This design comes from an exercise in tuning for small area, a short achievable clock period and few clock cycles per item on the open sky130 flow, not from production work.
Where RTL was checked, it was by simulation tests only, not by an equivalence proof against the original.

Setup of old:
// cmac_tag
module cmac_tag (
    input  wire         clk,
    input  wire         rst,           
    input  wire         in_valid,
    output wire         in_ready,
    input  wire         in_first,      
    input  wire         in_last,       
    input  wire [4:0]   in_nbytes,     
    input  wire [127:0] in_data,
    input  wire [127:0] key,
    output reg          tag_valid,
    output reg  [63:0]  tag
);
clock: 10.0 ns
lec_check: 0
cap_margin: 20
core_margin: 2
core_utilization: 50
place_density: 0.6
setup_slack_margin: 3.5
slew_margin: 20
standard.sh (not shown) runs the stock make flow with config.mk's settings and CLKGATE_MAP_FILE= SYNTH_SCRIPT=/design/flow/synth_recipe.tcl, a recipe that flattens the netlist after the stock synthesis.
==> flow/flow/run.sh <==
#!/bin/bash
# Layout flow: the standard flow (standard.sh), with synthesis run by
# flow/synth_custom.tcl, which maps logic with an area-recovering ABC script,
# and the port buffers made of buf_1 cells.
set -euo pipefail
cd "$(dirname "$0")/.."
W=$PWD
bash standard.sh SYNTH_SCRIPT=$W/flow/synth_custom.tcl \
  "BUFFER_PORTS_ARGS=-buffer_cell sky130_fd_sc_hd__buf_1" \
  finish > $W/flow_orfs.log 2>&1
==> flow/flow/abc_custom.script <==
strash
&get -n
&st
&dch
&nf -R 20 -p
&put
topo
stime -c
buffer -c
upsize -c
dnsize -c
==> flow/flow/synth_custom.tcl <==
# The standard flow's synthesis (synth_recipe.tcl) with one change: ABC maps with an
# area-recovering script instead of ORFS's abc_speed.script.
set ::custom_abc_script [file join [file dirname [file normalize [info script]]] abc_custom.script]
proc synth {args} { yosys synth -nofsm -noshare {*}$args }
proc abc {args} {
  set i [lsearch -exact $args -script]
  if { $i >= 0 } {
    set args [lreplace $args [expr {$i + 1}] [expr {$i + 1}] $::custom_abc_script]
  }
  yosys abc {*}$args
}
source $::env(SCRIPTS_DIR)/synth.tcl
# left out here: clear keep_hierarchy, flatten, clean up, hide names made inside functions, write 1_2_yosys.v
Testbench counts of old, summed over its fixed seeds: cycles 16,804, messages 480.
--- input diff old..new ---
--- a/flow/design.v
+++ b/flow/design.v
@@ -271,13 +271,14 @@
     wire [127:0] m_blk   = padded ^ (!in_last ? 128'd0 : full ? k1 : k2);
     wire sel_r  = (st_lcmp || st_run) && !(rlast && (st_lcmp || blk_last));
     wire y_key  = take || lstart || !(sel_r || st_wait);
     wire [127:0] y = (take ? m_blk : 128'd0) ^ (y_key ? kq : 128'd0);
     wire busy = st_lcmp || st_run;
     always @(posedge clk) begin
-        s <= ({128{sel_r}} & round_out) ^ (({128{st_wait}} & s) ^ y);
+        s <= ({128{sel_r}} & mc) ^
+             (({128{sel_r}} & rk) ^ ({128{st_wait}} & s) ^ y);
         tag <= round_out[127:64];
         rk <= rk_next;
         if (kq_load)
             kq <= key;
         if (st_lcmp && rlast)
             l <= round_out;
Results
Compared new vs old, and die outline area is up in new. In the metrics for new and old, the one carrying the lower layout overhead on the synthesized area is new. In the reports for new and old, the smaller wire length belongs to old. There was hardly any difference in final instance area between new and old. Share of final layout cell area taken by clock buffers and inverters: new vs old, no meaningful difference. The worst-case setup margin in the final layout of new falls short of that of old by 81 ps.
Testbench counts of new, summed over its fixed seeds: cycles 16,804, messages 480.

---

Setup of trial 68:
Another version of the RTL of cmac_tag (not shown whole).
Size in the first run: roughly 600 flip-flops, about 0.055 mm2 of cells after synthesis.
Settings: LEC_CHECK=0, CAP_MARGIN=20, CORE_MARGIN=2, CORE_UTILIZATION=50, PLACE_DENSITY=0.6, SETUP_SLACK_MARGIN=3, SLEW_MARGIN=20; clock period 10.0 ns.
==> flow/flow/abc_custom.script <==
strash
&get -n
&st
&dch
&nf -R 1000 -p
&put
topo
stime -c
buffer -c
upsize -c
dnsize -c
Scripts as last shown in full above: flow/flow/run.sh, flow/flow/synth_custom.tcl
Setup changes, trial 68 to build 71
-- flow/design.v --
<<< trial 68, line 247
        end
    endgenerate
    wire [31:0]  p0   = rk[127:96] ^ {rcon, 24'd0};
    wire [31:0]  p1   = rk[95:64]  ^ p0;
    wire [31:0]  p2   = rk[63:32]  ^ p1;
    wire [31:0]  p3   = rk[31:0]   ^ p2;
    wire [127:0] pre  = {p0, p1, p2, p3};
    wire [127:0] late = mc ^ {4{subw}};
    wire [127:0] rk_next   = pre ^ {4{subw}};
    wire [127:0] round_out = late ^ pre;
    wire [127:0] k1 = {l[126:0], 1'b0} ^ (l[127] ? 128'h87 : 128'h0);
    wire [127:0] k2 = {k1[126:0], 1'b0} ^ (k1[127] ? 128'h87 : 128'h0);
    wire        full = in_nbytes[4];
    reg  [15:0] dec;                   
    reg  [15:0] lt;                    
    integer j;
    always @(*) begin
        for (j = 0; j < 16; j = j + 1) begin
            dec[j] = (in_nbytes[3:0] == j);
            lt[j]  = (in_nbytes[3:0] >  j);
        end
    end
    wire [15:0] keep = lt | {16{full}};    
    reg [127:0] padded;
    integer i;
    always @(*) begin
        for (i = 0; i < 16; i = i + 1)
            padded[127 - 8*i -: 8] = (!in_last || keep[i]) ? in_data[127 - 8*i -: 8] :
                                     {dec[i] && !full, 7'd0};
    end
    wire [127:0] m_blk   = padded ^ (!in_last ? 128'd0 : full ? k1 : k2);
    wire [127:0] kk      = lstart ? key : kq;
    wire [127:0] blockin = (take ? m_blk : 128'd0) ^ kk;
    wire sel_r  = (st_lcmp || st_run) && !(rlast && (st_lcmp || blk_last));
    wire y_key  = take || lstart || !(sel_r || st_wait);
    wire [127:0] y = (take ? m_blk : 128'd0) ^ (y_key ? kk : 128'd0);
    wire busy = st_lcmp || st_run;
    always @(posedge clk) begin
        s <= ({128{sel_r}} & late) ^
             (({128{sel_r}} & pre) ^ ({128{st_wait}} & s) ^ y);
        tag <= round_out[127:64];
        if (take || lstart)
>>> build 71, line 247
        end
    endgenerate
    wire [31:0]  kt   = subw ^ {rcon, 24'd0};
    wire [31:0]  nk0  = rk[127:96] ^ kt;
    wire [31:0]  nk1  = rk[95:64]  ^ rk[127:96] ^ kt;
    wire [31:0]  nk2  = rk[63:32]  ^ rk[95:64] ^ rk[127:96] ^ kt;
    wire [31:0]  nk3  = rk[31:0]   ^ rk[63:32] ^ rk[95:64] ^ rk[127:96] ^ kt;
    wire [127:0] rk_next = {nk0, nk1, nk2, nk3};
    wire [127:0] round_out = mc ^ rk_next;
    wire [127:0] k1 = {l[126:0], 1'b0} ^ (l[127] ? 128'h87 : 128'h0);
    wire [127:0] k2 = {k1[126:0], 1'b0} ^ (k1[127] ? 128'h87 : 128'h0);
    reg [127:0] padded;
    integer b;
    always @(*) begin
        for (b = 0; b < 16; b = b + 1) begin
            if (b < in_nbytes)
                padded[127 - 8*b -: 8] = in_data[127 - 8*b -: 8];
            else if (b == in_nbytes)
                padded[127 - 8*b -: 8] = 8'h80;
            else
                padded[127 - 8*b -: 8] = 8'h00;
        end
    end
    wire         full    = in_nbytes[4];
    wire [127:0] m_blk   = !in_last ? in_data :
                           full     ? in_data ^ k1 :
                                      padded ^ k2;
    wire [127:0] kk      = lstart ? key : kq;
    wire [127:0] blockin = (take ? m_blk : 128'd0) ^ kk;
    wire busy = st_lcmp || st_run;
    always @(posedge clk) begin
        if (busy && !(rlast && (st_lcmp || blk_last)))
            s <= round_out ^ ((take || lstart) ? blockin : 128'd0);
        else if (st_wait)
            s <= s ^ (take ? blockin : 128'd0);
        else
            s <= blockin;
        tag <= round_out[127:64];
        if (take || lstart)
--- outcome ---
Build 71 vs trial 68 — layout overhead on the synthesized area dropped 0.76 points.
Relative to trial 68, worst hold slack decreased by 0.016 ns in build 71.
Lower wire length of the first global-routing pass among trial 68 and build 71: trial 68
Between trial 68 and build 71, the difference in combined global-route utilization of all metal layers is negligible.
Build 71 gives less clock buffer and inverter area fraction after layout than trial 68 did.
Diff trial 68 -> build 71 | met1 demand-to-capacity share in global routing | increase of 0.88 points
Looking only at synthesized cell count, and setting everything else aside, the lower value of trial 68 and build 71 goes to trial 68.
Testbench counts of build 71, summed over its fixed seeds: cycles 16,796, messages 480.
For trial 68, only the layout was checked, not whether the RTL still works.

[port drivers added, routing unchanged]
The results above use ideal ports. As a check the final layouts listed here were re-extracted and re-timed, cells and wires unchanged.
Step 1 assumes that a clkbuf_16 drives the clock port and a buf_2 every other input.
Step 2, shift: input delay + t, output delay - t, t = (earliest + latest rising clock arrival at the registers) / 2. This alone moves slack from input paths to output paths.
Three values: ideal ports, drivers, drivers and shift; two values: the first two.
run	t (ns)	setup WS [ns]	worst hold slack (ns)
old	0.722	3.694 / 3.694 / 3.694	0.486 / 0.486 / 0.486
new	0.728	3.613 / 3.613 / 3.613	0.463 / 0.463 / 0.463
trial 68	0.727	3.161 / 3.161 / 3.161	0.470 / 0.470 / 0.470
build 71	0.738	3.275 / 3.275 / 3.275	0.454 / 0.454 / 0.454
After both steps every run listed still meets setup and hold.
